What follows belongs to an exercise in optimizing a design on an open flow for a short achievable clock period and few clock cycles; a production flow would make more cautious choices.
In this exercise RTL edits were held to simulation tests only and were not proved equivalent to the original.

[run.sh]
#!/bin/bash
# synth_recipe.tcl (not shown) runs the flow's synth.tcl, then flattens the netlist and writes it again
# the make line also repeats each setting of config.mk as NAME=value (left out here)
make -C /OpenROAD-flow-scripts/flow DESIGN_CONFIG=/design/flow/config.mk WORK_HOME=/design/flow/orfs CLKGATE_MAP_FILE= SYNTH_SCRIPT=/design/flow/synth_recipe.tcl finish
[config.mk]
export PLATFORM = sky130hd
export DESIGN_NAME = re_core
export DESIGN_NICKNAME = re_core
export VERILOG_FILES = /design/flow/design.v
export SDC_FILE = /design/flow/constraint.sdc
export NUM_CORES = 4
export LEC_CHECK = 0
export CAP_MARGIN = 20
export CORE_MARGIN = 2
export CORE_UTILIZATION = 40
export PLACE_DENSITY = 0.6
export SLEW_MARGIN = 20
[constraint.sdc]
create_clock -name core_clock -period 12.0 [get_ports {clk}]
set_input_delay 2.4000 -clock core_clock [delete_from_list [all_inputs] [get_ports {clk}]]
set_output_delay 2.4000 -clock core_clock [all_outputs]
set_load 0.01 [all_outputs]
[design.v]
module re_core (
    input  wire        clk,
    input  wire        rst,
    input  wire        dztrap,
    output reg         imem_req,
    output reg  [15:0] imem_addr,
    input  wire        imem_ack,
    input  wire        imem_err,
    input  wire [15:0] imem_rdata,
    output reg         dmem_req,
    output reg         dmem_we,
    output reg  [15:0] dmem_addr,
    output reg  [15:0] dmem_wdata,
    input  wire        dmem_ack,
    input  wire        dmem_err,
    input  wire [15:0] dmem_rdata,
    output reg         sys_req,
    output reg  [3:0]  sys_op,
    output reg  [15:0] sys_a,
    output reg  [15:0] sys_b,
    output reg  [15:0] sys_c,
    input  wire        sys_ack,
    input  wire [15:0] sys_r0,
    input  wire [15:0] sys_r1,
    output reg         exc_valid,
    output reg  [2:0]  exc_code,
    output reg  [15:0] exc_pc,
    output reg  [7:0]  exc_info,
    output wire        faulted
);
    localparam SYS_WAIT   = 4'd0;
    localparam SYS_COMMIT = 4'd1;
    localparam SYS_ABORT  = 4'd2;
    localparam SYS_SETV   = 4'd3;
    localparam SYS_ON     = 4'd4;
    localparam SYS_OFF    = 4'd5;
    localparam SYS_SIG    = 4'd6;
    localparam SYS_CLAIM  = 4'd7;
    localparam SYS_SLEEP  = 4'd8;
    localparam SYS_KICK   = 4'd9;
    localparam EXC_ILLEGAL = 3'd0;
    localparam EXC_DIVZERO = 3'd2;
    localparam EXC_FETCH   = 3'd3;
    localparam EXC_DOUBLE  = 3'd4;
    localparam EXC_TRAP    = 3'd5;
    localparam [15:0] E_RANGE = 16'h0101;
    localparam FN = 0, FZ = 1, FC = 2, FV = 3, FS = 4, FD = 5, FI = 6;
    localparam S_FETCH0 = 3'd0;
    localparam S_FETCH1 = 3'd1;
    localparam S_EXEC   = 3'd2;
    localparam S_MEM    = 3'd3;
    localparam S_SYS    = 3'd4;
    localparam S_DIV    = 3'd5;
    localparam S_FAULT  = 3'd6;
    reg [2:0]  state;
    reg [15:0] pc;
    reg [6:0]  flags;
    reg [15:0] g [0:15];
    reg [15:0] ir;
    reg [15:0] ir2;
    reg        exc;        
    reg [15:0] xpc;
    reg [6:0]  xflg;
    reg [3:0]  wb_d;
    reg [3:0]  wb_d2;
    reg        wb_gen;     
    reg [4:0]  div_cnt;
    reg [16:0] div_rem;
    reg [15:0] div_quo;
    reg [15:0] div_dvs;
    reg        div_signed;
    reg        div_qneg;
    reg        div_rneg;
    reg        div_ovf;
    assign faulted = (state == S_FAULT);
    wire [3:0] op = ir[15:12];
    wire [3:0] fd = ir[11:8];
    wire [3:0] fs = ir[7:4];
    wire [3:0] fx = ir[3:0];
    wire [7:0] imm8 = ir[7:0];
    wire [15:0] simm8 = {{8{imm8[7]}}, imm8};
    wire [15:0] ra = g[fd];
    wire [15:0] rb = g[fs];
    wire [15:0] rt = g[fx];
    function two_words(input [15:0] w);
        two_words = (w[7:0] == 8'h00) &&
                    (w[15:12] == 4'h5 || (w[15:12] == 4'h9 && w[11:9] == 3'b000));
    endfunction
    reg illegal;
    always @(*) begin
        illegal = 1'b0;
        case (op)
            4'h0: illegal = (fx >= 4'hD) && fd[0];
            4'h1: begin
                case (fx)
                    4'h3: illegal = fd[0];
                    4'h4: illegal = (fs != 4'h0);
                    4'h5: illegal = (fd != 4'h0);
                    4'h6: illegal = (fs != 4'h0);
                    4'h7: illegal = (fd != 4'h0);
                    4'h8, 4'h9: illegal = (fd != 4'h0) || (fs != 4'h0);
                    4'hA, 4'hC: illegal = 1'b1;           
                    4'hB: illegal = (fd != 4'h0) || (fs != 4'h0) || !exc;
                    4'hD, 4'hE, 4'hF: illegal = 1'b1;
                    default: illegal = 1'b0;
                endcase
            end
            4'h5: illegal = (imm8 != 8'h00);
            4'h8: illegal = (fd == 4'hF);
            4'h9: begin
                if (fd == 4'h0 || fd == 4'h1)      illegal = (imm8 != 8'h00);
                else if (fd == 4'h2 || fd == 4'h3) illegal = (fx != 4'h0);
                else                               illegal = 1'b1;
            end
            4'hB: illegal = (fx > 4'h1);
            4'hC: illegal = (fx > 4'h2) || (fs > 4'hD);
            4'hD: illegal = (fd != 4'h0);
            4'hE, 4'hF: illegal = 1'b1;
            default: illegal = 1'b0;
        endcase
    end
    reg cond_true;
    always @(*) begin
        case (fd)
            4'h0: cond_true = flags[FZ];
            4'h1: cond_true = !flags[FZ];
            4'h2: cond_true = flags[FC];
            4'h3: cond_true = !flags[FC];
            4'h4: cond_true = flags[FN];
            4'h5: cond_true = !flags[FN];
            4'h6: cond_true = flags[FV];
            4'h7: cond_true = !flags[FV];
            4'h8: cond_true = !flags[FC] && !flags[FZ];
            4'h9: cond_true = flags[FC] || flags[FZ];
            4'hA: cond_true = (flags[FN] == flags[FV]);
            4'hB: cond_true = (flags[FN] != flags[FV]);
            4'hC: cond_true = !flags[FZ] && (flags[FN] == flags[FV]);
            4'hD: cond_true = flags[FZ] || (flags[FN] != flags[FV]);
            default: cond_true = 1'b1;
        endcase
    end
    reg [15:0] as_x, as_y;
    reg        as_sub;
    reg [16:0] as_full;
    reg [15:0] as_res;
    reg [15:0] as_sat;
    reg        as_c, as_v;
    always @(*) begin
        as_x = ra;
        as_y = rb;
        as_sub = 1'b0;
        if (op == 4'h0) begin
            as_sub = fx[0] || (fx == 4'h8);
        end else if (op == 4'h1) begin
            as_x = 16'h0000;                       
            as_sub = 1'b1;
        end else begin
            as_y = simm8;                          
            as_sub = (op == 4'h3);
        end
        if (as_sub) begin
            as_full = {1'b0, as_x} - {1'b0, as_y};
            as_c = (as_x < as_y);
            as_v = (as_x[15] != as_y[15]) && (as_full[15] != as_x[15]);
        end else begin
            as_full = {1'b0, as_x} + {1'b0, as_y};
            as_c = as_full[16];
            as_v = (as_x[15] == as_y[15]) && (as_full[15] != as_x[15]);
        end
        as_res = as_full[15:0];
        as_sat = as_v ? (as_x[15] ? 16'h8000 : 16'h7FFF) : as_res;
    end
    reg [15:0] sh_res;
    reg        sh_c;
    reg        sh_keep_c;
    reg [16:0] sh_t;
    reg [4:0]  sh_k;
    always @(*) begin
        sh_res = ra;
        sh_c = 1'b0;
        sh_keep_c = 1'b0;
        sh_t = 17'd0;
        sh_k = (rb > 16'd16) ? 5'd16 : rb[4:0];
        case (fx)
            4'h9: begin                            
                sh_t = {1'b0, ra} << rb;
                sh_res = sh_t[15:0];
                sh_c = sh_t[16];
                sh_keep_c = (rb == 16'd0);
            end
            4'hA: begin                            
                sh_t = {ra, 1'b0} >> rb;
                sh_res = sh_t[16:1];
                sh_c = sh_t[0];
                sh_keep_c = (rb == 16'd0);
            end
            4'hB: begin                            
                sh_t = $signed({ra, 1'b0}) >>> sh_k;
                sh_res = sh_t[16:1];
                sh_c = sh_t[0];
                sh_keep_c = (rb == 16'd0);
            end
            default: begin                         
                sh_res = (ra >> rb[3:0]) | (ra << (5'd16 - {1'b0, rb[3:0]}));
                sh_c = sh_res[15];
                sh_keep_c = (rb[3:0] == 4'd0);
            end
        endcase
    end
    wire        mul_signed = (op == 4'h0);
    wire [31:0] mul_s = $signed(ra) * $signed(rb);
    wire [31:0] mul_u = ra * rb;
    wire [31:0] mul_p = mul_signed ? mul_s : mul_u;
    wire        dv_signed = (fx == 4'hE);
    wire        dv_aneg = dv_signed && ra[15];
    wire        dv_bneg = dv_signed && rb[15];
    wire [15:0] dv_amag = dv_aneg ? (16'h0000 - ra) : ra;
    wire [15:0] dv_bmag = dv_bneg ? (16'h0000 - rb) : rb;
    wire [16:0] div_shift = {div_rem[15:0], div_quo[15]};
    wire [16:0] div_diff = div_shift - {1'b0, div_dvs};
    wire        div_ge = !div_diff[16];
    wire [15:0] div_q_fin = div_qneg ? (16'h0000 - div_quo) : div_quo;
    wire [15:0] div_r_fin = div_rneg ? (16'h0000 - div_rem[15:0]) : div_rem[15:0];
    wire [6:0] div0_flags = {flags[FI], 1'b1, flags[FS], 1'b0, 1'b0, 1'b0,
                             dv_signed ? ra[15] : 1'b1};
    wire [15:0] pc_next1 = pc + 16'd1;
    wire [15:0] pc_next2 = pc + 16'd2;
    function [6:0] set_nz(input [6:0] f, input [15:0] r);
        begin
            set_nz = f;
            set_nz[FN] = r[15];
            set_nz[FZ] = (r == 16'h0000);
        end
    endfunction
    integer i;
    task take_exception(input [2:0] code, input [15:0] save_pc, input [7:0] info,
                        input [15:0] vector, input [6:0] save_flags);
        begin
            exc_valid <= 1'b1;
            if (exc) begin
                flags    <= save_flags;
                exc_code <= EXC_DOUBLE;
                exc_pc   <= save_pc;
                exc_info <= 8'h00;
                state    <= S_FAULT;
            end else begin
                exc_code <= code;
                exc_pc   <= save_pc;
                exc_info <= info;
                xpc      <= save_pc;
                xflg     <= save_flags;
                exc      <= 1'b1;
                flags    <= {1'b0, save_flags[5:0]};
                pc       <= vector;
                state    <= S_FETCH0;
            end
        end
    endtask
    task next_insn(input [15:0] target);
        begin
            pc    <= target;
            state <= S_FETCH0;
        end
    endtask
    task start_sys(input [3:0] code, input [15:0] a, input [15:0] b, input [15:0] c);
        begin
            sys_req <= 1'b1;
            sys_op  <= code;
            sys_a   <= a;
            sys_b   <= b;
            sys_c   <= c;
            state   <= S_SYS;
        end
    endtask
    always @(posedge clk) begin
        if (rst) begin
            state      <= S_FETCH0;
            pc         <= 16'h0000;
            flags      <= 7'h00;
            for (i = 0; i < 16; i = i + 1)
                g[i] <= 16'h0000;
            ir         <= 16'h0000;
            ir2        <= 16'h0000;
            exc        <= 1'b0;
            xpc        <= 16'h0000;
            xflg       <= 7'h00;
            wb_d       <= 4'h0;
            wb_d2      <= 4'h0;
            wb_gen     <= 1'b0;
            div_cnt    <= 5'd0;
            div_rem    <= 17'd0;
            div_quo    <= 16'h0000;
            div_dvs    <= 16'h0000;
            div_signed <= 1'b0;
            div_qneg   <= 1'b0;
            div_rneg   <= 1'b0;
            div_ovf    <= 1'b0;
            imem_req   <= 1'b0;
            imem_addr  <= 16'h0000;
            dmem_req   <= 1'b0;
            dmem_we    <= 1'b0;
            dmem_addr  <= 16'h0000;
            dmem_wdata <= 16'h0000;
            sys_req    <= 1'b0;
            sys_op     <= 4'h0;
            sys_a      <= 16'h0000;
            sys_b      <= 16'h0000;
            sys_c      <= 16'h0000;
            exc_valid  <= 1'b0;
            exc_code   <= 3'd0;
            exc_pc     <= 16'h0000;
            exc_info   <= 8'h00;
        end else begin
            exc_valid <= 1'b0;
            case (state)
                S_FETCH0: begin
                    if (!imem_req) begin
                        imem_req  <= 1'b1;
                        imem_addr <= pc;
                    end else if (imem_ack) begin
                        imem_req <= 1'b0;
                        if (imem_err) begin
                            take_exception(EXC_FETCH, pc, 8'h00, 16'h0006, flags);
                        end else begin
                            ir <= imem_rdata;
                            if (two_words(imem_rdata))
                                state <= S_FETCH1;
                            else
                                state <= S_EXEC;
                        end
                    end
                end
                S_FETCH1: begin
                    if (!imem_req) begin
                        imem_req  <= 1'b1;
                        imem_addr <= pc_next1;
                    end else if (imem_ack) begin
                        imem_req <= 1'b0;
                        if (imem_err) begin
                            take_exception(EXC_FETCH, pc, 8'h00, 16'h0006, flags);
                        end else begin
                            ir2   <= imem_rdata;
                            state <= S_EXEC;
                        end
                    end
                end
                S_EXEC: begin
                    if (illegal) begin
                        take_exception(EXC_ILLEGAL, pc, 8'h00, 16'h0006, flags);
                    end else begin
                        case (op)
                            4'h0: begin
                                case (fx)
                                    4'h0, 4'h1: begin             
                                        g[fd] <= as_res;
                                        flags[FN] <= as_res[15];
                                        flags[FZ] <= (as_res == 16'h0000);
                                        flags[FC] <= as_c;
                                        flags[FV] <= as_v;
                                    end
                                    4'h2, 4'h3: begin             
                                        g[fd] <= as_sat;
                                        flags[FN] <= as_sat[15];
                                        flags[FZ] <= (as_sat == 16'h0000);
                                        flags[FC] <= as_c;
                                        flags[FV] <= as_v;
                                        if (as_v) flags[FS] <= 1'b1;
                                    end
                                    4'h4, 4'h5, 4'h6, 4'h7: begin   
                                        case (fx)
                                            4'h4: begin g[fd] <= ra & rb; flags <= set_nz(flags, ra & rb); end
                                            4'h5: begin g[fd] <= ra | rb; flags <= set_nz(flags, ra | rb); end
                                            4'h6: begin g[fd] <= ra ^ rb; flags <= set_nz(flags, ra ^ rb); end
                                            default: begin g[fd] <= rb; flags <= set_nz(flags, rb); end
                                        endcase
                                    end
                                    4'h8: begin                   
                                        flags[FN] <= as_res[15];
                                        flags[FZ] <= (as_res == 16'h0000);
                                        flags[FC] <= as_c;
                                        flags[FV] <= as_v;
                                    end
                                    4'h9, 4'hA, 4'hB, 4'hC: begin   
                                        g[fd] <= sh_res;
                                        flags[FN] <= sh_res[15];
                                        flags[FZ] <= (sh_res == 16'h0000);
                                        flags[FV] <= 1'b0;
                                        if (!sh_keep_c) flags[FC] <= sh_c;
                                    end
                                    4'hD: begin                   
                                        g[fd]        <= mul_p[15:0];
                                        g[fd | 4'h1] <= mul_p[31:16];
                                        flags[FN] <= mul_p[31];
                                        flags[FZ] <= (mul_p == 32'd0);
                                        flags[FC] <= 1'b0;
                                        flags[FV] <= 1'b0;
                                    end
                                    default: begin                
                                        if (rb == 16'h0000) begin
                                            if (dv_signed)
                                                g[fd] <= ra[15] ? 16'h8000 : 16'h7FFF;
                                            else
                                                g[fd] <= 16'hFFFF;
                                            g[fd | 4'h1] <= ra;
                                            if (dztrap) begin
                                                take_exception(EXC_DIVZERO, pc_next1, 8'h00, 16'h0004, div0_flags);
                                            end else begin
                                                flags <= div0_flags;
                                                next_insn(pc_next1);
                                            end
                                        end else begin
                                            div_cnt    <= 5'd16;
                                            div_rem    <= 17'd0;
                                            div_quo    <= dv_amag;
                                            div_dvs    <= dv_bmag;
                                            div_signed <= dv_signed;
                                            div_qneg   <= dv_aneg ^ dv_bneg;
                                            div_rneg   <= dv_aneg;
                                            div_ovf    <= dv_signed && (ra == 16'h8000) && (rb == 16'hFFFF);
                                            state      <= S_DIV;
                                        end
                                    end
                                endcase
                                if (fx < 4'hE)
                                    next_insn(pc_next1);
                            end
                            4'h1: begin
                                case (fx)
                                    4'h0, 4'h1: begin             
                                        g[fd] <= (fx == 4'h1) ? as_sat : as_res;
                                        flags[FN] <= (fx == 4'h1) ? as_sat[15] : as_res[15];
                                        flags[FZ] <= ((fx == 4'h1) ? as_sat : as_res) == 16'h0000;
                                        flags[FC] <= as_c;
                                        flags[FV] <= as_v;
                                        if (fx == 4'h1 && as_v) flags[FS] <= 1'b1;
                                        next_insn(pc_next1);
                                    end
                                    4'h2: begin                   
                                        g[fd] <= ~rb;
                                        flags <= set_nz(flags, ~rb);
                                        next_insn(pc_next1);
                                    end
                                    4'h3: begin                   
                                        g[fd]        <= mul_p[15:0];
                                        g[fd | 4'h1] <= mul_p[31:16];
                                        flags[FN] <= mul_p[31];
                                        flags[FZ] <= (mul_p == 32'd0);
                                        flags[FC] <= 1'b0;
                                        flags[FV] <= 1'b0;
                                        next_insn(pc_next1);
                                    end
                                    4'h4: begin                   
                                        g[fd] <= {9'd0, flags};
                                        next_insn(pc_next1);
                                    end
                                    4'h5: begin                   
                                        flags <= rb[6:0];
                                        next_insn(pc_next1);
                                    end
                                    4'h6: begin                   
                                        wb_d <= fd;
                                        start_sys(SYS_CLAIM, 16'h0000, 16'h0000, 16'h0000);
                                        pc <= pc_next1;
                                    end
                                    4'h7: begin                   
                                        if (rb >= 16'h0100 && rb <= 16'h017F) begin
                                            start_sys(SYS_SIG, rb, 16'h0000, 16'h0000);
                                            pc <= pc_next1;
                                        end else begin
                                            next_insn(pc_next1);
                                        end
                                    end
                                    4'h8: begin                   
                                        start_sys(SYS_KICK, 16'h0000, 16'h0000, 16'h0000);
                                        pc <= pc_next1;
                                    end
                                    4'h9: begin                   
                                        start_sys(SYS_SLEEP, 16'h0000, 16'h0000, 16'h0000);
                                        pc <= pc_next1;
                                    end
                                    default: begin                
                                        pc  <= xpc;
                                        flags[FN] <= xflg[FN];
                                        flags[FZ] <= xflg[FZ];
                                        flags[FC] <= xflg[FC];
                                        flags[FV] <= xflg[FV];
                                        flags[FI] <= xflg[FI];
                                        flags[FS] <= xflg[FS] | flags[FS];
                                        flags[FD] <= xflg[FD] | flags[FD];
                                        exc <= 1'b0;
                                        state <= S_FETCH0;
                                    end
                                endcase
                            end
                            4'h2: begin                           
                                g[fd] <= as_res;
                                flags[FN] <= as_res[15];
                                flags[FZ] <= (as_res == 16'h0000);
                                flags[FC] <= as_c;
                                flags[FV] <= as_v;
                                next_insn(pc_next1);
                            end
                            4'h3: begin                           
                                flags[FN] <= as_res[15];
                                flags[FZ] <= (as_res == 16'h0000);
                                flags[FC] <= as_c;
                                flags[FV] <= as_v;
                                next_insn(pc_next1);
                            end
                            4'h4: begin                           
                                g[fd] <= simm8;
                                next_insn(pc_next1);
                            end
                            4'h5: begin                           
                                g[fd] <= ir2;
                                next_insn(pc_next2);
                            end
                            4'h6, 4'h7: begin                     
                                dmem_req   <= 1'b1;
                                dmem_we    <= (op == 4'h7);
                                dmem_addr  <= rb + {12'd0, fx};
                                dmem_wdata <= ra;
                                wb_d       <= fd;
                                pc         <= pc_next1;
                                state      <= S_MEM;
                            end
                            4'h8: begin                           
                                if (cond_true)
                                    next_insn(pc_next1 + simm8);
                                else
                                    next_insn(pc_next1);
                            end
                            4'h9: begin                           
                                case (fd)
                                    4'h0: next_insn(ir2);
                                    4'h1: begin
                                        g[15] <= pc_next2;
                                        next_insn(ir2);
                                    end
                                    4'h2: next_insn(rb);
                                    default: begin
                                        g[15] <= pc_next1;
                                        next_insn(rb);
                                    end
                                endcase
                            end
                            4'hA: begin                           
                                if (rb != 16'hFFFF && rb > 16'h017F) begin
                                    g[fd] <= E_RANGE;
                                    next_insn(pc_next1);
                                end else begin
                                    wb_d <= fd;
                                    start_sys(SYS_WAIT, rb, rt, 16'h0000);
                                    pc <= pc_next1;
                                end
                            end
                            4'hB: begin                           
                                if (rb[15:3] != 13'd0) begin
                                    g[fd] <= E_RANGE;
                                    next_insn(pc_next1);
                                end else begin
                                    wb_d <= fd;
                                    start_sys(fx[0] ? SYS_ABORT : SYS_COMMIT, rb, 16'h0000, 16'h0000);
                                    pc <= pc_next1;
                                end
                            end
                            4'hC: begin                           
                                if (rb >= 16'h0018) begin
                                    g[fd] <= E_RANGE;
                                    next_insn(pc_next1);
                                end else begin
                                    wb_d   <= fd;
                                    wb_d2  <= fs + 4'd1;
                                    wb_gen <= 1'b1;
                                    start_sys(SYS_SETV + fx, rb, {8'h00, g[fs + 4'd1][7:0]}, g[fs + 4'd2]);
                                    pc <= pc_next1;
                                end
                            end
                            default: begin                        
                                take_exception(EXC_TRAP, pc_next1, imm8, 16'h0004, flags);
                            end
                        endcase
                    end
                end
                S_MEM: begin
                    if (dmem_ack) begin
                        dmem_req <= 1'b0;
                        if (!dmem_we && !dmem_err)
                            g[wb_d] <= dmem_rdata;
                        state <= S_FETCH0;
                    end
                end
                S_SYS: begin
                    if (sys_ack) begin
                        sys_req <= 1'b0;
                        if (sys_op == SYS_WAIT || sys_op == SYS_COMMIT || sys_op == SYS_ABORT ||
                            sys_op == SYS_CLAIM || wb_gen)
                            g[wb_d] <= sys_r0;
                        if (wb_gen && sys_r0 == 16'h0000)
                            g[wb_d2] <= {8'h00, sys_r1[7:0]};
                        wb_gen <= 1'b0;
                        state  <= S_FETCH0;
                    end
                end
                S_DIV: begin
                    if (div_cnt != 5'd0) begin
                        div_rem <= div_ge ? div_diff : div_shift;
                        div_quo <= {div_quo[14:0], div_ge};
                        div_cnt <= div_cnt - 5'd1;
                    end else begin
                        g[fd]        <= div_q_fin;
                        g[fd | 4'h1] <= div_r_fin;
                        flags[FN] <= div_q_fin[15];
                        flags[FZ] <= (div_q_fin == 16'h0000);
                        flags[FC] <= 1'b0;
                        flags[FV] <= div_ovf;
                        next_insn(pc_next1);
                    end
                end
                default: begin
                end
            endcase
        end
    end
endmodule
==> impl_metrics.tcl <==
set metrics [dict create \
    cts_tree "built" \
    final_core_utilization_pct 45.5 \
    status "no timing/DRC/antenna violations" \
    largest_register_ffs 256 \
    numCtsBuffers 70 \
    layout.cells.non_filler 9282 \
    drc_errors_left 0 \
    timing.final.max_slew_violations 0 \
    grt_start_max_net_pins 82 \
    coreArea_sq_um 152000 \
    max-clock-path-buffers 3 \
    required_worst_endpoint_ps 12420 \
    rows 143 \
    layout_commonest_cell "sky130_fd_sc_hd__nor2_1" \
    die_h_um 395 \
    synth.distinct_cells 105 \
    fin_setup_tns_ps 0 \
    endpoint_type_of_the_worst_setup_path "flop" \
    syn_avg_cell_area_sq_um 8.63 \
    netlist_area_sq_um 61200 \
    fmax_mhz 90.5 \
    multi_input_comb_area_sq_um 43500 \
    cts_htree_levels 3 \
    io_pins 205 \
    globalplace.congestion 1.05 \
    hold_violations 0 \
    largest_register "g" \
    critical_path.most_common_cell "sky130_fd_sc_hd__fa_1" \
    critical-path-max-stage-delay_ps 900 \
    post-synth-top-area-fraction_pct 12.6 \
    tightest_slew_ps 1330 \
    area.growth.synth_to_final_pct 13.1 \
    maxCapViolCount 0 \
    clock-skew-final_ps 39.5 \
    post_synth_edffs 256 \
    floorplan.initialDensity_pct 40.3 \
    via_count_of_the_routed_design 62800 \
    critical_path.max_fanout 16 \
    synth_nets 7800 \
    sequential_cell_area_in_the_final_layout_sq_um 13500 \
    drt_iter0_markers 9868 \
    netlist_instances 7085 \
    fin_crit_ps 11050 \
    grt_first_pass_wirelength_mm 450 \
    sequential_fraction_of_the_synthesis_area_pct 22.1 \
    finalSetupViolCount 0 \
    critPathLaunchType "flop" \
    synth-seq-cells 547 \
    cts_repair_resize_count 0 \
    place.detailed.hpwl_mm 242 \
    grt_pass1_vias 59200 \
    cts.reportedPaths.clkPinSlew_ps 60 \
    cp_top_family "adder cells" \
    die_width_um 395 \
    rsz0062_at_grt "false" \
    drt_first_pass_iters 7 \
    crit_buf_inv 10 \
    wl_per_cell_um 34.8 \
    layout.nets 7901 \
    placed_cells_incl_taps 9141 \
    filler_cell_count 14800 \
    predominant_post_synthesis_flop_cell "sky130_fd_sc_hd__dfxtp_1" \
    design.die.area_sq_um 156000 \
    detail-route-antenna-nets 0 \
    drt_wl_total_mm 323 \
    cts_hold_buffers 0 \
    worst_slew_margin_rel_pct 10.7 \
    io_port_bufs 196 \
    grt_usage_pct 40.2 \
    synth.yosys.warnings 1 \
    globalRoute.totalOverflow 0 \
    worst-setup-path-type "reg -> reg" \
    clock-root-buffer "sky130_fd_sc_hd__clkbuf_16" \
    number_of_sinks_on_the_clock_net 547 \
    most_frequent_cells_in_the_layout "sky130_fd_sc_hd__nor2_1 (770), sky130_fd_sc_hd__nand2_1 (701), sky130_fd_sc_hd__inv_1 (597)" \
    synth_largest_area_cell "sky130_fd_sc_hd__edfxtp_1" \
    avgViaCountPerCell 6.76 \
    grt_antenna_before_repair 15 \
    asyncSetResetFlopFracSynth_pct 0 \
    fraction_of_final_layout_cells_with_drive_strength_greater_than_1_pct 12.9 \
    synth_area_leaders "sky130_fd_sc_hd__edfxtp_1 (13%), sky130_fd_sc_hd__fa_1 (12%), sky130_fd_sc_hd__mux4_2 (10%)" \
    post-cts-setup-buffer-count 0 \
    crit_slowest_cell "sky130_fd_sc_hd__dfxtp_1" \
    worst_ep_arrival_time_ps 11480 \
    layout_worst_path_cycle_share_pct 92.1 \
    path_category_of_the_worst_min_delay_check "reg -> reg" \
    clock_latency_ps 710 \
]
[path summary, 6_finish.rpt]
check,slack (ps),to,startpoint,depth (start not counted)
hold reg to reg,450,dmem_addr[4],dmem_addr[4],2
setup / recovery,950,g[15][15],flop,35
hold / removal,450,dmem_addr[4],dmem_addr[4],2
setup reg to reg,950,g[15][15],flop,35
[worst reg2reg max path: cells and delay by family (launching register included)]
family / cells / cell delay, ps
fa+ha+maj: 8 / 3760
compound gates: 12 / 2990
simple gates: 4 / 1510
flops: 1 / 900
mux: 1 / 350
buf+inv: 10 / 1260
[cells by family after synthesis]
group           Yosys count  synth area share, %
simple gates           2178                 16.0
compound gates         1887                 20.5
buf+inv                1158                 7.38
fa+ha+maj               644                 17.7
flops                   547                 22.1
mux                     457                 13.3
xor+xnor                214                 3.06
[per-layer routing]
layer,wire (um),part of all wire [%],global-route usage [%]
met3,47400,15,15.6
met1,121000,38,52.1
met2,129000,40,55.8
met5,74,0.023,0.0308
met4,25000,7.8,24.7
[area by class of cell]
| type | instances | area share [%] |
|---|---|---|
| clock inverters | 37 | 0.696 |
| clock buffers | 92 | 2.78 |
| diodes | 9 | 0.0326 |
| inverters | 622 | 3.37 |
| repair buffers | 565 | 7.03 |
| flip-flops and latches | 547 | 19.6 |
| well taps | 2030 | 3.67 |
| multi-input cells | 5380 | 62.8 |
[cells in the mapped netlist, types with 17 or more instances]
cell type and instances:
sky130_fd_sc_hd__o221ai_1 37, sky130_fd_sc_hd__nor3_1 170, sky130_fd_sc_hd__nand4_1 39, sky130_fd_sc_hd__nand2_1 704, sky130_fd_sc_hd__fa_1 371, sky130_fd_sc_hd__o31ai_1 42, sky130_fd_sc_hd__nand2b_1 49, sky130_fd_sc_hd__a21boi_0 19
sky130_fd_sc_hd__o32ai_1 21, sky130_fd_sc_hd__a22oi_1 86, sky130_fd_sc_hd__nor4_1 48, sky130_fd_sc_hd__and3_1 28, sky130_fd_sc_hd__o211ai_1 75, sky130_fd_sc_hd__edfxtp_1 256, sky130_fd_sc_hd__mux2_2 18, sky130_fd_sc_hd__dfxtp_1 291
sky130_fd_sc_hd__xor2_1 71, sky130_fd_sc_hd__xnor2_1 143, sky130_fd_sc_hd__a31oi_1 48, sky130_fd_sc_hd__ha_1 272, sky130_fd_sc_hd__clkbuf_1 403, sky130_fd_sc_hd__mux4_2 283, sky130_fd_sc_hd__o21a_1 44, sky130_fd_sc_hd__nand3_1 120
sky130_fd_sc_hd__nor2_1 775, sky130_fd_sc_hd__o21ai_1 19, sky130_fd_sc_hd__buf_1 65, sky130_fd_sc_hd__a221oi_1 54, sky130_fd_sc_hd__mux2i_1 155, sky130_fd_sc_hd__buf_2 49, sky130_fd_sc_hd__a211o_1 17, sky130_fd_sc_hd__o22ai_1 189
sky130_fd_sc_hd__or3_1 47, sky130_fd_sc_hd__a21oi_1 484, sky130_fd_sc_hd__nor2b_1 47, sky130_fd_sc_hd__a211oi_1 146, sky130_fd_sc_hd__and2_1 36, sky130_fd_sc_hd__o21bai_1 18, sky130_fd_sc_hd__o21ai_0 305, sky130_fd_sc_hd__a311oi_1 28
sky130_fd_sc_hd__a21o_1 49, sky130_fd_sc_hd__or2_2 34, sky130_fd_sc_hd__a22o_1 22, sky130_fd_sc_hd__inv_1 601
[stage by stage]
step           instance area [sq um]  worst slack, ps  hold slack [ps]
3_3_place_gp                   66700             1340              442
4_1_cts                        69100             1250              451
5_1_grt                        69200              611              474
6_report                       69200              947              447
3_5_place_dp                   66700             1280              444
2_1_floorplan                  61200             2110              432
Testbench counts, summed over its fixed seeds: cycles 115,652.

[afterwards: timing with drivers on the ports]
No port has a modelled driver above. Below, the same layout with a new extraction and two added sets of constraints. Step 1 (the two cells are an assumption about what drives the block):
set clk [get_ports {clk}]
set_driving_cell -lib_cell sky130_fd_sc_hd__clkbuf_16 $clk
set_driving_cell -lib_cell sky130_fd_sc_hd__buf_2 [delete_from_list [all_inputs] $clk]
Step 2 also shifts input and output timing later by t, the mid clock arrival at the registers, as if the neighbouring blocks saw the same clock. Slacks: no drivers / after step 1 / after step 2; pairs: no drivers / after step 1.
shift t [ns]: 0.758
setup slack, ns: 0.947 / 0.947 / 0.947
worst hold slack (ns): 0.447 / 0.447 / 0.447
worst register clock-pin slew, ns: 0.07 / 0.07
After both steps setup and hold are still met in this run. The setup slack of this run moves by 0.000 ns with the drivers and by 0.000 ns with both steps.
